This design comes from an exercise in tuning for small area, a short achievable clock period and few clock cycles per item on the open sky130 flow, not from production work. Only simulation tests tie the RTL to the original design; equivalence was not proved.

==> trial 15 <==
==> flow/design.v (excerpt) <==
module loop_engine (
    input  wire               clk,
    input  wire               rst,         
    input  wire               start,       
    input  wire               init,        
    input  wire               pbsafe,      
    input  wire               run,         
    input  wire               stopping,    
    input  wire               llen,
    input  wire               tren,
    input  wire               trexm,
    input  wire               trlohz,
    input  wire signed [11:0] code,        
    input  wire signed [17:0] isum,        
    input  wire        [15:0] rll,         
    input  wire        [9:0]  linband,
    input  wire        [5:0]  trhyst,
    input  wire        [9:0]  trmaxs,
    input  wire        [15:0] dtrhi,       
    input  wire        [15:0] dtrlo,
    input  wire        [15:0] dmax,
    input  wire        [15:0] dmin,
    input  wire        [15:0] dhwmax,
    input  wire        [15:0] kcl,         
    input  wire        [15:0] ilimt,
    input  wire        [15:0] ilim,        
    input  wire signed [23:0] b0,          
    input  wire signed [23:0] b1,
    input  wire signed [23:0] b2,
    input  wire signed [23:0] a1,          
    input  wire signed [23:0] a2,
    input  wire signed [23:0] a3,
    input  wire signed [23:0] ki,          
    input  wire        [3:0]  bsh,
    input  wire        [4:0]  ish,
    input  wire signed [15:0] imin,        
    input  wire signed [15:0] imax,
    output wire               ready,
    output reg                done,
    output wire        [19:0] word,        
  ...
export LEC_CHECK = 0
export CAP_MARGIN = 20
export CORE_MARGIN = 2
export CORE_UTILIZATION = 25
export SLEW_MARGIN = 20
create_clock -name core_clock -period 22.0 [get_ports {clk}]
standard.sh (not shown) runs the stock make flow with config.mk's settings and CLKGATE_MAP_FILE= SYNTH_SCRIPT=/design/flow/synth_recipe.tcl, a recipe that flattens the netlist after the stock synthesis.
==> flow/flow/run.sh <==
#!/bin/bash
# Standard layout (standard synthesis included), with repair_timing aiming for more
# setup slack than the clock period strictly needs.
set -euo pipefail
bash standard.sh SETUP_SLACK_MARGIN=15.5 finish > run_make.log 2>&1
==> inputs of trial 26, as changes to trial 15 <==
==> flow/run.sh (new file) <==
#!/bin/bash
# synth_recipe.tcl (not shown) runs the flow's synth.tcl, then flattens the netlist and writes it again
# the make line also repeats each setting of config.mk as NAME=value (left out here)
make -C /OpenROAD-flow-scripts/flow DESIGN_CONFIG=/design/flow/config.mk WORK_HOME=/design/flow/orfs CLKGATE_MAP_FILE= SYNTH_SCRIPT=/design/flow/synth_recipe.tcl finish
removed: flow/flow/run.sh
removed: flow/standard.sh
==> inputs of trial 68, as changes to trial 15 <==
--- a/flow/design.v
+++ b/flow/design.v
@@ -78,15 +78,15 @@
     reg [3:0]  ph;
     reg        mode;                
     assign ready = !busy;
     wire [3:0] pt = mode ? ph - 4'd2 : ph;
     reg signed [31:0] opx;
     reg        [11:0] zb_one, zb_two, zb_neg;    
-    reg        [4:0]  sh;
+    reg        [1:0]  sh;           
     reg        [55:0] pr;           
-    reg        [4:0]  shp;          
+    reg        [1:0]  shp;          
     reg signed [71:0] acc;
     reg signed [15:0] eeff;
     reg               f_gt, f_lt, f_in;          
     reg        [1:0]  tr_n;
     reg               entry_n, forced_n, exit_n, block_n;
     reg signed [39:0] it;           
@@ -100,12 +100,15 @@
     reg               trnge_q;      
     reg               pre_q;        
     reg        [9:0]  lb_q;
     reg signed [17:0] isum_q;
     reg        [15:0] ilim_s;
     reg signed [15:0] imin_q, imax_q;
+    reg        [3:0]  bsh_q;
+    reg               ilim_cq;      
+    reg        [4:0]  ish_q;
     reg        [15:0] dmax_q, dmin_q, dhw_q, dtrhi_q, dtrlo_q;
     assign eeff_o = eeff;
     wire [9:0]  lb    = (linband < 10'd16) ? 10'd16 : linband;
     wire signed [18:0] dsub_q = $signed({isum_q[17], isum_q}) - $signed({3'd0, ilim_s});    
     wire [32:0] bx1 = {opx[31], opx};
     wire [32:0] bx2 = {opx, 1'b0};
@@ -119,13 +122,21 @@
             bm = zb_one[bi] ? bx1 : zb_two[bi] ? bx2 : 33'd0;
             bm = bm ^ {33{zb_neg[bi]}};
             prod = prod + ({23'd0, ~bm[32], bm[31:0]} << (2 * bi)) + ({55'd0, zb_neg[bi]} << (2 * bi));
         end
     end
     wire signed [71:0] prod72 = {{16{pr[55]}}, pr};
-    wire signed [71:0] psh    = prod72 <<< shp;
+    reg  signed [71:0] psh;
+    always @(*) begin
+        case (shp)
+            2'd0:    psh = prod72;
+            2'd1:    psh = prod72 <<< 2;
+            2'd2:    psh = prod72 <<< 13;
+            default: psh = prod72 <<< 16;
+        endcase
+    end
     wire acc_bias = busy && (mode ? ph == 4'd3 : ph == 4'd2);
     wire acc_we   = busy && (acc_bias || (pt >= 4'd3 && pt <= 4'd9 && !(mode && ph == 4'd4)));
     reg signed [71:0] base;
     always @(*) begin
         if (acc_bias)
             base = 72'sd1 <<< 20;
@@ -137,62 +148,71 @@
             base = acc;
     end
     wire signed [71:0] acc_n = base + psh;
     reg [3:0] pn;
     always @(*) begin
         pn = P_NONE;
-        if (!busy)
-            pn = llen ? P_LL : P_B1;
-        else if (!mode)
+        if (!mode)
             case (ph)
-                4'd1: pn = P_B2;  4'd2: pn = P_A1;  4'd3: pn = P_A2;  4'd4: pn = P_A3;
+                4'd1: pn = P_B1;  4'd2: pn = P_B2;  4'd3: pn = P_A2;  4'd4: pn = P_A3;
                 4'd5: pn = P_B0;  4'd6: pn = P_KI;  4'd7: pn = P_KCL;
                 default: ;
             endcase
         else
             case (ph)
-                4'd1: pn = P_B1;  4'd2: pn = P_XM;  4'd3: pn = P_B2;  4'd4: pn = P_A1;
+                4'd1: pn = P_A1;  4'd2: pn = P_XM;  4'd3: pn = P_B1;  4'd4: pn = P_B2;
                 4'd5: pn = P_A2;  4'd6: pn = P_A3;  4'd7: pn = P_B0;  4'd8: pn = P_KI;
                 4'd9: pn = P_KCL;
                 default: ;
             endcase
     end
-    wire        [4:0]  sh_b = 5'd28 - {1'b0, bsh};
-    wire        [4:0]  sh_i = 5'd31 - ish;
-    reg signed [31:0]  opx_n;
+    wire signed [15:0] ev   = (pn == P_B2) ? e2 : (pn == P_KI) ? eeff : e1;
+    wire        [3:0]  xs   = 4'd15 - ((pn == P_KI) ? ish_q[3:0] : bsh_q);
+    wire signed [31:0] esh  = {{16{ev[15]}}, ev} <<< xs;
+    reg signed [31:0]  opx_b;
     reg signed [23:0]  opz_n;
     reg                ng_n;
-    reg        [4:0]   sh_n;
+    reg        [1:0]   sh_b;
     always @(*) begin
-        opx_n = {{16{e1[15]}}, e1};
+        opx_b = esh;
         opz_n = b1;
         ng_n  = 1'b0;
-        sh_n  = sh_b;
+        sh_b  = 2'd2;
         case (pn)
-            P_B2:  begin opx_n = {{16{e2[15]}}, e2}; opz_n = b2; end
-            P_A1:  begin opx_n = y1; opz_n = a1; ng_n = 1'b1; sh_n = 5'd0; end
-            P_A2:  begin opx_n = y2; opz_n = a2; ng_n = 1'b1; sh_n = 5'd0; end
-            P_A3:  begin opx_n = y3; opz_n = a3; ng_n = 1'b1; sh_n = 5'd0; end
+            P_B2:  begin opz_n = b2; end
+            P_A1:  begin opx_b = y1; opz_n = a1; ng_n = 1'b1; sh_b = 2'd0; end
+            P_A2:  begin opx_b = y2; opz_n = a2; ng_n = 1'b1; sh_b = 2'd0; end
+            P_A3:  begin opx_b = y3; opz_n = a3; ng_n = 1'b1; sh_b = 2'd0; end
             P_B0:  begin opz_n = b0; end
-            P_KI:  begin opx_n = {{16{eeff[15]}}, eeff}; opz_n = ki; sh_n = sh_i; end
-            P_KCL: begin opx_n = {{13{dsub_q[18]}}, dsub_q}; opz_n = {8'd0, kcl}; ng_n = 1'b1; sh_n = 5'd2; end
-            P_LL:  begin opx_n = {{14{isum[17]}}, isum}; opz_n = {8'd0, rll}; ng_n = isum[17]; sh_n = 5'd0; end
-            P_XM:  begin opx_n = {3'd0, pr[33:5]}; opz_n = RCP125; sh_n = 5'd0; end
+            P_KI:  begin opz_n = ki; sh_b = ish_q[4] ? 2'd0 : 2'd3; end
+            P_KCL: begin opx_b = {{13{dsub_q[18]}}, dsub_q}; opz_n = {8'd0, kcl}; ng_n = 1'b1; sh_b = 2'd1; end
+            P_XM:  begin opx_b = {10'd0, pr[26:5]}; opz_n = RCP125; sh_b = 2'd0; end
             default: ;
         endcase
     end
-    wire [25:0] zz = {opz_n[23], opz_n, 1'b0};
-    reg  [11:0] zb_one_n, zb_two_n, zb_neg_n;
-    integer ei;
-    always @(*) begin
-        for (ei = 0; ei < 12; ei = ei + 1) begin
-            zb_one_n[ei] = zz[2*ei+1] ^ zz[2*ei];
-            zb_two_n[ei] = (zz[2*ei+2] & ~zz[2*ei+1] & ~zz[2*ei]) | (~zz[2*ei+2] & zz[2*ei+1] & zz[2*ei]);
-            zb_neg_n[ei] = (zz[2*ei+2] ^ ng_n) & (zb_one_n[ei] | zb_two_n[ei]);
+    function [35:0] benc;
+        input [23:0] z;
+        input        ng;
+        reg   [25:0] zz;
+        reg   [11:0] o, t, n;
+        integer ei;
+        begin
+            zz = {z[23], z, 1'b0};
+            for (ei = 0; ei < 12; ei = ei + 1) begin
+                o[ei] = zz[2*ei+1] ^ zz[2*ei];
+                t[ei] = (zz[2*ei+2] & ~zz[2*ei+1] & ~zz[2*ei]) | (~zz[2*ei+2] & zz[2*ei+1] & zz[2*ei]);
+                n[ei] = (zz[2*ei+2] ^ ng) & (o[ei] | t[ei]);
+            end
+            benc = {o, t, n};
         end
-    end
+    endfunction
+    wire [35:0] zb_b  = benc(opz_n, ng_n);
+    wire [35:0] zb_s  = llen ? benc({8'd0, rll}, isum[17]) : benc(a1, 1'b1);
+    wire [35:0] zb_n  = busy ? zb_b : zb_s;
+    wire signed [31:0] opx_n = busy ? opx_b : llen ? {{14{isum[17]}}, isum} : y1;
+    wire        [1:0]  sh_n  = busy ? sh_b : 2'd0;
     wire        [15:0] ll_q    = pr[44:29];                         
     wire        [6:0]  ll_rem  = x7 + {ll_q[5:0], 1'b0} + ll_q[6:0];    
     wire        [11:0] ll_r    = {ll_rem, low5};                    
     wire               ll_up   = (ll_r > 12'd2000) || (ll_r == 12'd2000 && ll_q[0]);
     wire               ll_over = ll_sat || (ll_neg ? (ll_q == 16'd32768 && ll_up)
                                                    : (ll_q[15] || (ll_q == 16'd32767 && ll_up)));
@@ -267,13 +287,13 @@
     wire signed [41:0] us     = {{2{it[39]}}, it} + {{2{y1[31]}}, y1, 8'h80};
     wire signed [33:0] us_t   = us[41:8];
     wire               us_tie = (us[7:0] == 8'd0);
     wire signed [31:0] u      = (us_t > 34'sh7fff_ffff)  ? 32'sh7fff_ffff :
                                 (us_t < -34'sh8000_0000) ? 32'sh8000_0000 :
                                 {us_t[31:1], us_t[0] & ~us_tie};
-    wire               ilim_c  = !dsub_q[18] && dsub_q != 19'sd0;           
+    wire               ilim_c  = ilim_cq;                                    
     wire signed [39:0] clim    = acc[39:0];
     wire signed [39:0] dhw_v   = {10'd0, dhw_q, 14'd0};
     wire signed [39:0] dmax_v  = {10'd0, dmax_q, 14'd0};
     wire signed [39:0] dmin_v  = {10'd0, dmin_q, 14'd0};
     wire        [15:0] dtr     = (tr_n == 2'd1) ? dtrhi_q : dtrlo_q;
     wire signed [39:0] dtr_v   = {10'd0, dtr, 14'd0};
@@ -316,15 +336,15 @@
     wire do_tr    = busy && (mode ? (ph == 4'd6) : (ph == 4'd2));
     wire do_y     = busy && (pt == 4'd8);
     wire do_it    = busy && (pt == 4'd9);
     wire last     = busy && (pt == 4'd10);
     always @(posedge clk) begin
         opx    <= opx_n;
-        zb_one <= zb_one_n;
-        zb_two <= zb_two_n;
-        zb_neg <= zb_neg_n;
+        zb_one <= zb_n[35:24];
+        zb_two <= zb_n[23:12];
+        zb_neg <= zb_n[11:0];
         sh     <= sh_n;
         pr     <= prod;
         shp    <= sh;
         if (acc_we)
             acc <= acc_n;
         if (!busy && start) begin
@@ -335,12 +355,15 @@
             trnge_q <= trn >= trmaxs && trn != 10'd0;
         end
         lb_q    <= lb;
         isum_q  <= isum;
         ilim_s  <= ilim;
         imin_q  <= imin;
+        bsh_q   <= bsh;
+        ilim_cq <= !dsub_q[18] && dsub_q != 19'sd0;
+        ish_q   <= ish;
         imax_q  <= imax;
         dmax_q  <= dmax;
         dmin_q  <= dmin;
         dhw_q   <= dhwmax;
         dtrhi_q <= dtrhi;
         dtrlo_q <= dtrlo;
==> inputs of build 24, as changes to trial 15 <==
--- a/flow/design.v
+++ b/flow/design.v
@@ -78,15 +78,15 @@
     reg [3:0]  ph;
     reg        mode;                
     assign ready = !busy;
     wire [3:0] pt = mode ? ph - 4'd2 : ph;
     reg signed [31:0] opx;
     reg        [11:0] zb_one, zb_two, zb_neg;    
-    reg        [4:0]  sh;
+    reg        [1:0]  sh;           
     reg        [55:0] pr;           
-    reg        [4:0]  shp;          
+    reg        [1:0]  shp;          
     reg signed [71:0] acc;
     reg signed [15:0] eeff;
     reg               f_gt, f_lt, f_in;          
     reg        [1:0]  tr_n;
     reg               entry_n, forced_n, exit_n, block_n;
     reg signed [39:0] it;           
@@ -100,12 +100,15 @@
     reg               trnge_q;      
     reg               pre_q;        
     reg        [9:0]  lb_q;
     reg signed [17:0] isum_q;
     reg        [15:0] ilim_s;
     reg signed [15:0] imin_q, imax_q;
+    reg        [3:0]  bsh_q;
+    reg               ilim_cq;      
+    reg        [4:0]  ish_q;
     reg        [15:0] dmax_q, dmin_q, dhw_q, dtrhi_q, dtrlo_q;
     assign eeff_o = eeff;
     wire [9:0]  lb    = (linband < 10'd16) ? 10'd16 : linband;
     wire signed [18:0] dsub_q = $signed({isum_q[17], isum_q}) - $signed({3'd0, ilim_s});    
     wire [32:0] bx1 = {opx[31], opx};
     wire [32:0] bx2 = {opx, 1'b0};
@@ -119,13 +122,21 @@
             bm = zb_one[bi] ? bx1 : zb_two[bi] ? bx2 : 33'd0;
             bm = bm ^ {33{zb_neg[bi]}};
             prod = prod + ({23'd0, ~bm[32], bm[31:0]} << (2 * bi)) + ({55'd0, zb_neg[bi]} << (2 * bi));
         end
     end
     wire signed [71:0] prod72 = {{16{pr[55]}}, pr};
-    wire signed [71:0] psh    = prod72 <<< shp;
+    reg  signed [71:0] psh;
+    always @(*) begin
+        case (shp)
+            2'd0:    psh = prod72;
+            2'd1:    psh = prod72 <<< 2;
+            2'd2:    psh = prod72 <<< 13;
+            default: psh = prod72 <<< 16;
+        endcase
+    end
     wire acc_bias = busy && (mode ? ph == 4'd3 : ph == 4'd2);
     wire acc_we   = busy && (acc_bias || (pt >= 4'd3 && pt <= 4'd9 && !(mode && ph == 4'd4)));
     reg signed [71:0] base;
     always @(*) begin
         if (acc_bias)
             base = 72'sd1 <<< 20;
@@ -137,62 +148,71 @@
             base = acc;
     end
     wire signed [71:0] acc_n = base + psh;
     reg [3:0] pn;
     always @(*) begin
         pn = P_NONE;
-        if (!busy)
-            pn = llen ? P_LL : P_B1;
-        else if (!mode)
+        if (!mode)
             case (ph)
-                4'd1: pn = P_B2;  4'd2: pn = P_A1;  4'd3: pn = P_A2;  4'd4: pn = P_A3;
+                4'd1: pn = P_B1;  4'd2: pn = P_B2;  4'd3: pn = P_A2;  4'd4: pn = P_A3;
                 4'd5: pn = P_B0;  4'd6: pn = P_KI;  4'd7: pn = P_KCL;
                 default: ;
             endcase
         else
             case (ph)
-                4'd1: pn = P_B1;  4'd2: pn = P_XM;  4'd3: pn = P_B2;  4'd4: pn = P_A1;
+                4'd1: pn = P_A1;  4'd2: pn = P_XM;  4'd3: pn = P_B1;  4'd4: pn = P_B2;
                 4'd5: pn = P_A2;  4'd6: pn = P_A3;  4'd7: pn = P_B0;  4'd8: pn = P_KI;
                 4'd9: pn = P_KCL;
                 default: ;
             endcase
     end
-    wire        [4:0]  sh_b = 5'd28 - {1'b0, bsh};
-    wire        [4:0]  sh_i = 5'd31 - ish;
-    reg signed [31:0]  opx_n;
+    wire signed [15:0] ev   = (pn == P_B2) ? e2 : (pn == P_KI) ? eeff : e1;
+    wire        [3:0]  xs   = 4'd15 - ((pn == P_KI) ? ish_q[3:0] : bsh_q);
+    wire signed [31:0] esh  = {{16{ev[15]}}, ev} <<< xs;
+    reg signed [31:0]  opx_b;
     reg signed [23:0]  opz_n;
     reg                ng_n;
-    reg        [4:0]   sh_n;
+    reg        [1:0]   sh_b;
     always @(*) begin
-        opx_n = {{16{e1[15]}}, e1};
+        opx_b = esh;
         opz_n = b1;
         ng_n  = 1'b0;
-        sh_n  = sh_b;
+        sh_b  = 2'd2;
         case (pn)
-            P_B2:  begin opx_n = {{16{e2[15]}}, e2}; opz_n = b2; end
-            P_A1:  begin opx_n = y1; opz_n = a1; ng_n = 1'b1; sh_n = 5'd0; end
-            P_A2:  begin opx_n = y2; opz_n = a2; ng_n = 1'b1; sh_n = 5'd0; end
-            P_A3:  begin opx_n = y3; opz_n = a3; ng_n = 1'b1; sh_n = 5'd0; end
+            P_B2:  begin opz_n = b2; end
+            P_A1:  begin opx_b = y1; opz_n = a1; ng_n = 1'b1; sh_b = 2'd0; end
+            P_A2:  begin opx_b = y2; opz_n = a2; ng_n = 1'b1; sh_b = 2'd0; end
+            P_A3:  begin opx_b = y3; opz_n = a3; ng_n = 1'b1; sh_b = 2'd0; end
             P_B0:  begin opz_n = b0; end
-            P_KI:  begin opx_n = {{16{eeff[15]}}, eeff}; opz_n = ki; sh_n = sh_i; end
-            P_KCL: begin opx_n = {{13{dsub_q[18]}}, dsub_q}; opz_n = {8'd0, kcl}; ng_n = 1'b1; sh_n = 5'd2; end
-            P_LL:  begin opx_n = {{14{isum[17]}}, isum}; opz_n = {8'd0, rll}; ng_n = isum[17]; sh_n = 5'd0; end
-            P_XM:  begin opx_n = {3'd0, pr[33:5]}; opz_n = RCP125; sh_n = 5'd0; end
+            P_KI:  begin opz_n = ki; sh_b = ish_q[4] ? 2'd0 : 2'd3; end
+            P_KCL: begin opx_b = {{13{dsub_q[18]}}, dsub_q}; opz_n = {8'd0, kcl}; ng_n = 1'b1; sh_b = 2'd1; end
+            P_XM:  begin opx_b = {10'd0, pr[26:5]}; opz_n = RCP125; sh_b = 2'd0; end
             default: ;
         endcase
     end
-    wire [25:0] zz = {opz_n[23], opz_n, 1'b0};
-    reg  [11:0] zb_one_n, zb_two_n, zb_neg_n;
-    integer ei;
-    always @(*) begin
-        for (ei = 0; ei < 12; ei = ei + 1) begin
-            zb_one_n[ei] = zz[2*ei+1] ^ zz[2*ei];
-            zb_two_n[ei] = (zz[2*ei+2] & ~zz[2*ei+1] & ~zz[2*ei]) | (~zz[2*ei+2] & zz[2*ei+1] & zz[2*ei]);
-            zb_neg_n[ei] = (zz[2*ei+2] ^ ng_n) & (zb_one_n[ei] | zb_two_n[ei]);
+    function [35:0] benc;
+        input [23:0] z;
+        input        ng;
+        reg   [25:0] zz;
+        reg   [11:0] o, t, n;
+        integer ei;
+        begin
+            zz = {z[23], z, 1'b0};
+            for (ei = 0; ei < 12; ei = ei + 1) begin
+                o[ei] = zz[2*ei+1] ^ zz[2*ei];
+                t[ei] = (zz[2*ei+2] & ~zz[2*ei+1] & ~zz[2*ei]) | (~zz[2*ei+2] & zz[2*ei+1] & zz[2*ei]);
+                n[ei] = (zz[2*ei+2] ^ ng) & (o[ei] | t[ei]);
+            end
+            benc = {o, t, n};
         end
-    end
+    endfunction
+    wire [35:0] zb_b  = benc(opz_n, ng_n);
+    wire [35:0] zb_s  = llen ? benc({8'd0, rll}, isum[17]) : benc(a1, 1'b1);
+    wire [35:0] zb_n  = busy ? zb_b : zb_s;
+    wire signed [31:0] opx_n = busy ? opx_b : llen ? {{14{isum[17]}}, isum} : y1;
+    wire        [1:0]  sh_n  = busy ? sh_b : 2'd0;
     wire        [15:0] ll_q    = pr[44:29];                         
     wire        [6:0]  ll_rem  = x7 + {ll_q[5:0], 1'b0} + ll_q[6:0];    
     wire        [11:0] ll_r    = {ll_rem, low5};                    
     wire               ll_up   = (ll_r > 12'd2000) || (ll_r == 12'd2000 && ll_q[0]);
     wire               ll_over = ll_sat || (ll_neg ? (ll_q == 16'd32768 && ll_up)
                                                    : (ll_q[15] || (ll_q == 16'd32767 && ll_up)));
@@ -267,13 +287,13 @@
     wire signed [41:0] us     = {{2{it[39]}}, it} + {{2{y1[31]}}, y1, 8'h80};
     wire signed [33:0] us_t   = us[41:8];
     wire               us_tie = (us[7:0] == 8'd0);
     wire signed [31:0] u      = (us_t > 34'sh7fff_ffff)  ? 32'sh7fff_ffff :
                                 (us_t < -34'sh8000_0000) ? 32'sh8000_0000 :
                                 {us_t[31:1], us_t[0] & ~us_tie};
-    wire               ilim_c  = !dsub_q[18] && dsub_q != 19'sd0;           
+    wire               ilim_c  = ilim_cq;                                    
     wire signed [39:0] clim    = acc[39:0];
     wire signed [39:0] dhw_v   = {10'd0, dhw_q, 14'd0};
     wire signed [39:0] dmax_v  = {10'd0, dmax_q, 14'd0};
     wire signed [39:0] dmin_v  = {10'd0, dmin_q, 14'd0};
     wire        [15:0] dtr     = (tr_n == 2'd1) ? dtrhi_q : dtrlo_q;
     wire signed [39:0] dtr_v   = {10'd0, dtr, 14'd0};
@@ -316,15 +336,15 @@
     wire do_tr    = busy && (mode ? (ph == 4'd6) : (ph == 4'd2));
     wire do_y     = busy && (pt == 4'd8);
     wire do_it    = busy && (pt == 4'd9);
     wire last     = busy && (pt == 4'd10);
     always @(posedge clk) begin
         opx    <= opx_n;
-        zb_one <= zb_one_n;
-        zb_two <= zb_two_n;
-        zb_neg <= zb_neg_n;
+        zb_one <= zb_n[35:24];
+        zb_two <= zb_n[23:12];
+        zb_neg <= zb_n[11:0];
         sh     <= sh_n;
         pr     <= prod;
         shp    <= sh;
         if (acc_we)
             acc <= acc_n;
         if (!busy && start) begin
@@ -335,12 +355,15 @@
             trnge_q <= trn >= trmaxs && trn != 10'd0;
         end
         lb_q    <= lb;
         isum_q  <= isum;
         ilim_s  <= ilim;
         imin_q  <= imin;
+        bsh_q   <= bsh;
+        ilim_cq <= !dsub_q[18] && dsub_q != 19'sd0;
+        ish_q   <= ish;
         imax_q  <= imax;
         dmax_q  <= dmax;
         dmin_q  <= dmin;
         dhw_q   <= dhwmax;
         dtrhi_q <= dtrhi;
         dtrlo_q <= dtrlo;
CORE_UTILIZATION = 45   (was 25)
==> metrics.csv <==
stage;metric;value;unit
critical_path;crit_fanout;5;
run_status;status;complete, no violations;
finish;fill_cells;29290;
finish;n_clock_buffer;109;
-- figures above: trial 68

==> metrics.csv <==
stage;metric;value;unit
timing;slew_headroom;0.1914;
run_status;status;complete, no violations;
critical_path;crit_fanout;5;
cts;post_cts_buffers;86;
finish;largest_register;acc;
finish;n_clock_buffer;116;
-- figures above: build 24

==> metrics.csv <==
stage;metric;value;unit
cts;clkSlewWorstSetupHoldPaths;0.07;ns
detailed_routing;via_per_inst;5.397;
finish;n_clock_buffer;115;
synthesis;synth_area_leader_cell;dfxtp_1;
finish;postLayoutCoreUtil;0.2980;
floorplanning;fp-row-count;191;
run_status;status;complete, no violations;
finish;fill_cells;28610;
-- figures above: trial 26

==> metrics.csv <==
stage;metric;value;unit
run_status;status;complete, no violations;
critical_path;cp_slowest_cell;a2111oi_4;
finish;n_clock_buffer;113;
finish;fill_cells;28010;
detailed_routing;drt_iter0_markers;8527;
synthesis;synth-adder-area-share;0.2114;
critical_path;crit_fanout;6;
-- figures above: trial 15

Testbench counts of trial 15, summed over its fixed seeds: cycles 231,970, samples 20,000.
Testbench counts of trial 26, summed over its fixed seeds: cycles 231,970, samples 20,000.
Testbench counts of trial 68, summed over its fixed seeds: cycles 231,970, samples 20,000.
Testbench counts of build 24, summed over its fixed seeds: cycles 231,970, samples 20,000.

static timing again, ports no longer ideal:
How much do the figures lean on ideal ports? The routed layouts below were timed once more, with nothing changed but the port constraints. Step 1 sets driving cells, clkbuf_16 on the clock port and buf_2 on the other inputs (assumed; they add their load-dependent delay and slew). Step 2, shift: input delay + t, output delay - t, t = (earliest + latest rising clock arrival at the registers) / 2. This alone moves slack from input paths to output paths. a / b / c = ideal ports / drivers / drivers and shift; a / b = the first two.
| run | t, ns | slack for setup (ns) | worst setup path at the end | latest minus earliest clock arrival (ns) | cell pins on the clock port's net |
|---|---|---|---|---|---|
| trial 15 | 0.832 | 15.072 / 15.072 / 14.793 | input to register | 0.082 / 0.082 | 1 |
| trial 26 | 0.802 | 12.853 / 12.853 / 12.853 | register to register | 0.071 / 0.071 | 1 |
| trial 68 | 0.793 | 15.433 / 15.414 / 14.859 | input to register | 0.043 / 0.043 | 1 |
| build 24 | 0.811 | 15.435 / 15.397 / 14.814 | input to register | 0.040 / 0.040 | 1 |
After both steps every run listed still meets setup and hold. The setup slack of build 24, which loses most, moves by -0.038 ns with the drivers and by -0.621 ns with both steps.
